What follows belongs to an exercise in optimizing a design on an open flow for small area; a production flow would make more cautious choices. Only simulation tests tie the RTL to the original design; equivalence was not proved. Power figures rest on the tool's default switching activity, not on a simulated workload.

Design bp_exec, start of the top module:
module bp_exec (
    input  wire         clk,
    input  wire         rst,           
    input  wire         in_valid,
    input  wire [127:0] in_insn,
    input  wire [15:0]  in_opa,        
    input  wire [15:0]  in_opb,        
    input  wire [15:0]  in_opc,        
    input  wire [15:0]  in_opd,        
    output reg          out_valid,
    output reg          out_we,        
    output reg  [15:0]  out_data,
    output reg          out_ext,       
    output reg          out_lat3,      
    output reg          out_heavy,     
    output reg          out_illegal,   
    output reg          out_format,    
    output reg          out_tap,       
    output reg          out_chk,       
    output reg  [3:0]   out_rd,        
    output reg  [3:0]   out_rdbit      
);
    wire [5:0]  opc   = in_insn[127:122];
    wire        f_tap = in_insn[121];
    wire        f_chk = in_insn[120];
    wire [1:0]  f_rsv = in_insn[119:118];
    wire [7:0]  aux   = in_insn[117:110];
    wire [15:0] imm   = in_insn[109:94];
    wire [5:0]  sub   = in_insn[93:88];
    wire [21:0] src_a = in_insn[87:66];
    wire [21:0] src_b = in_insn[65:44];
    wire [21:0] src_c = in_insn[43:22];
    wire [21:0] src_d = in_insn[21:0];
    localparam [5:0] OP_NOP    = 6'h00, OP_LUT4  = 6'h01, OP_LUT4E = 6'h02,
                     OP_GMUX   = 6'h03, OP_RED   = 6'h04, OP_CONST = 6'h05,
                     OP_ADD    = 6'h10, OP_ADDC  = 6'h11, OP_SUB   = 6'h12,
                     OP_SUBB   = 6'h13, OP_AND   = 6'h14, OP_OR    = 6'h15,
                     OP_XOR    = 6'h16, OP_WLUT2 = 6'h17, OP_SHL   = 6'h18,
                     OP_SHR    = 6'h19, OP_SAR   = 6'h1A, OP_ROT   = 6'h1B,
  ...
export LEC_CHECK = 0
export CAP_MARGIN = 20
export CORE_MARGIN = 2
export CORE_UTILIZATION = 50
export CTS_BUF_LIST = sky130_fd_sc_hd__clkbuf_4
export GPL_TIMING_DRIVEN = 0
export SETUP_SLACK_MARGIN = 0.3
export SLEW_MARGIN = 20
create_clock -name core_clock -period 18.0 [get_ports {clk}]
standard.sh (not shown) runs the stock make flow with config.mk's settings and CLKGATE_MAP_FILE= SYNTH_SCRIPT=/design/flow/synth_recipe.tcl, a recipe that flattens the netlist after the stock synthesis.
==> flow/flow/run.sh <==
#!/bin/bash
# Own layout flow: the standard ORFS flow (standard.sh) with
#  - synthesis by flow/synth.tcl (standard synthesis, area-oriented mapping),
#  - port buffers of the smallest buffer cell (every port still buffered).
# The whole make output goes to flow_make.log; ORFS's per-step logs stay in
# orfs/logs.
set -euo pipefail
W=$(pwd)
bash standard.sh "SYNTH_SCRIPT=$W/flow/synth.tcl" \
    "BUFFER_PORTS_ARGS=-buffer_cell sky130_fd_sc_hd__buf_1" \
    finish > "$W/flow_make.log" 2>&1
==> flow/flow/area.abc <==
strash
&get -n
&deepsyn -T 60 -t
&put
dch -f
amap -F 4 -A 16 -E 0.0001
strash
&get -n
&deepsyn -T 60 -t -S 7
&put
dch -f
amap -F 4 -A 16 -E 0.0001
strash
&get -n
&deepsyn -T 60 -t -S 13
&put
dch -f
amap -F 4 -A 16 -E 0.0001
topo
==> flow/flow/synth.tcl <==
set my_dir [file dirname [file normalize [info script]]]
proc synth {args} { yosys synth -nofsm -noshare -noabc {*}$args }
proc extract_fa {args} { yosys extract_fa -fa {*}$args }
proc abc {args} {
  global my_dir
  set i [lsearch -exact $args -script]
  if {$i >= 0} { set args [lreplace $args [expr {$i+1}] [expr {$i+1}] $my_dir/area.abc] }
  yosys abc {*}$args
}
source $::env(SCRIPTS_DIR)/synth.tcl
# left out here: clear keep_hierarchy, flatten, clean up, hide names made inside functions, write 1_2_yosys.v
Rerun with:
==> flow/flow/area.abc (replaced) <==
strash
&get -n
&deepsyn -J 25 -T 400 -t
&put
dch -f
amap -F 2 -A 8
topo
- CORE_UTILIZATION: 50 -> 40
- CTS_BUF_LIST: sky130_fd_sc_hd__clkbuf_4 -> sky130_fd_sc_hd__clkbuf_8
Effect: The new run ran to the end with no violations. Count of clock-buffer cells in the layout stays the same. Critical path depth stays the same. Synthesized area grows by 0.57%. Routed wire length rises by 13%. Worst setup slack is better by 0.32 ns. Non-clock buffer count climbs by 3. Worst hold slack got worse by 0.013 ns. Sequential power stays flat. Power fell by 5.4%. Global-route usage came out lower by 5.1 points. Die area went up by 25%.
Rerun with:
==> flow/flow/area.abc (replaced) <==
strash
&get -n
&deepsyn -T 60 -t
&put
dch -f
amap -F 2 -A 8
strash
&get -n
&deepsyn -T 60 -t -S 7
&put
dch -f
amap -F 2 -A 8
topo
- CTS_BUF_LIST: sky130_fd_sc_hd__clkbuf_8 -> sky130_fd_sc_hd__clkbuf_4
=> Clock skew is lower by 0.0052 ns. Hold slack is better by 0.0048 ns. Total power is higher by 5.6%. Critical path depth is lower by 4. Routed wire length is lower by 4.9%. Synthesized cell count is lower by 1.0%. Worst setup slack is worse by 0.26 ns.


== build 18 ==
Another version of the RTL of bp_exec (not shown whole).
For scale: roughly 2000 cells after synthesis, about 67 flip-flops, about 230 I/O pins, about 15000 sq um of cells after synthesis.
export LEC_CHECK = 0
export CAP_MARGIN = 20
export CORE_MARGIN = 2
export CORE_UTILIZATION = 40
export GPL_TIMING_DRIVEN = 0
export SLEW_MARGIN = 20
create_clock -name core_clock -period 18.0 [get_ports {clk}]
==> flow/flow/area.abc <==
strash
&get -n
&deepsyn -T 60 -t
&put
dch -f
amap -F 2 -A 8
topo
Scripts as last shown in full above: flow/flow/run.sh, flow/flow/synth.tcl
#### Input delta (build 58 over build 18)
Settings: setting CTS_BUF_LIST to sky130_fd_sc_hd__clkbuf_4 for the first time; setting SETUP_SLACK_MARGIN to 0.3 for the first time.
==> flow/flow/area.abc <==
strash
&get -n
&deepsyn -T 60 -t
&put
dch -f
amap -F 2 -A 8
strash
&get -n
&deepsyn -T 60 -t -S 7
&put
dch -f
amap -F 2 -A 8
topo
--- outcome ---
Wire length the detailed router placed on met1 ended up 6.0% lower on build 58 than on build 18. Relative to build 18, part of the power in registers has gone down in build 58. In build 58 relative to build 18, final cell count had gone down slightly.
Modified inputs, build 89 compared to build 58
Settings: removing SETUP_SLACK_MARGIN (formerly 0.3).
==> flow/flow/area.abc <==
strash
&get -n
&deepsyn -T 60 -t
&put
dch -f
amap -F 2 -A 8
topo
==> run summary <==
On build 89: cell area power density is 9.8 nW/um^2 lower than what build 58 gave.
Build 58 -> build 89: final estimated routing congestion in global placement increased by a few percent
Delta (build 89 minus build 58): power has decreased; wire length has increased; highest ir drop seen on vdd has decreased.
Taking build 58 as the reference, in build 89 total met3 wirelength after detailed routing now larger; final standard cell utilization of the core now smaller.
Changes observed in build 89 relative to build 58: worst slew margin relative to its limit down 0.85 points; non-clock buffer count decreased by 3 relative to the old numbers; total via count after detailed routing neither gained nor lost much.
Final design instance area without fill deteriorates in build 89 relative to build 58.


## oak
bp_exec, a different RTL version from the one above (not shown whole).
Size: about 2100 cells after synthesis, about 66 flip-flops, about 230 I/O pins.
Settings: LEC_CHECK=0, CAP_MARGIN=20, CORE_MARGIN=2, CORE_UTILIZATION=40, SLEW_MARGIN=20; clock period 18.0 ns.
==> flow/flow/area.abc <==
strash
&get -n
&deepsyn -T 60
&put
dc2
dch -f
amap -F 2 -A 8
topo
==> flow/flow/synth.tcl <==
set my_dir [file dirname [file normalize [info script]]]
proc synth {args} { yosys synth -nofsm -noshare -noabc {*}$args }
proc abc {args} {
  global my_dir
  set i [lsearch -exact $args -script]
  if {$i >= 0} { set args [lreplace $args [expr {$i+1}] [expr {$i+1}] $my_dir/area.abc] }
  yosys abc {*}$args
}
source $::env(SCRIPTS_DIR)/synth.tcl
# left out here: clear keep_hierarchy, flatten, clean up, hide names made inside functions, write 1_2_yosys.v
Scripts as last shown in full above: flow/flow/run.sh
Input-level comparison between pine and oak:
==> flow/run.sh (new file) <==
#!/bin/bash
# synth_recipe.tcl (not shown) runs the flow's synth.tcl, then flattens the netlist and writes it again
# the make line also repeats each setting of config.mk as NAME=value (left out here)
make -C /OpenROAD-flow-scripts/flow DESIGN_CONFIG=/design/flow/config.mk WORK_HOME=/design/flow/orfs CLKGATE_MAP_FILE= SYNTH_SCRIPT=/design/flow/synth_recipe.tcl finish
removed: flow/flow/run.sh
removed: flow/flow/area.abc
removed: flow/flow/synth.tcl
removed: flow/standard.sh
Comparing pine and oak, the higher fraction of area in clock buffers and inverters was measured on oak.
pine: no failed stages, no open violations at the end
Relative to oak, later-pin clock latency in the skew report has increased by 20 ps in pine.
Total power of pine is higher than that of oak.
Against oak, combinational-cell power consumption in pine rose by more than 10%.
[compare] base=oak new=pine: via count picked up an extra 1483, final area rose by 0.0046 mm2, final-layout fill cell count increased 1084, relative max-transition margin climbed 12 points, average wire per standard cell fell 11%.

static timing again, ports no longer ideal:
The flow's constraints put no driver on any port. The routed layouts listed below were extracted and timed again, unchanged, in two steps.
Step 1 (the two cells are an assumption about what drives the block):
set clk [get_ports {clk}]
set_driving_cell -lib_cell sky130_fd_sc_hd__clkbuf_16 $clk
set_driving_cell -lib_cell sky130_fd_sc_hd__buf_2 [delete_from_list [all_inputs] $clk]
Step 2 moves the port delays by t, midway between the first and last clock arrival at a register: inputs arrive t later, outputs are due t later. That takes back most of the time a late clock gives input paths.
Three values: ideal ports, drivers, drivers and shift; two values: the first two.
| run | t (ns) | setup WS [ns] | pins driven straight from the clock port |
|---|---|---|---|
| the first run of note 1 | 0.485 | 0.363 / 0.364 / -0.121 | 1 |
| the second run of note 1 | 0.383 | 0.685 / 0.682 / 0.299 | 1 |
| the third run of note 1 | 0.427 | 0.429 / 0.428 / 0.001 | 1 |
| build 18 | 0.362 | 0.470 / 0.469 / 0.107 | 1 |
| build 58 | 0.429 | 0.485 / 0.481 / 0.052 | 1 |
| build 89 | 0.428 | 0.453 / 0.447 / 0.018 | 1 |
| oak | 0.391 | 0.378 / 0.391 / 0.001 | 1 |
| pine | 0.417 | 1.584 / 1.604 / 1.187 | 1 |
With both steps, setup timing fails in the first run of note 1, where it was met with ideal ports. For the first run of note 1, which loses most, drivers alone change the setup slack by +0.001 ns; drivers and shift together by -0.484 ns.
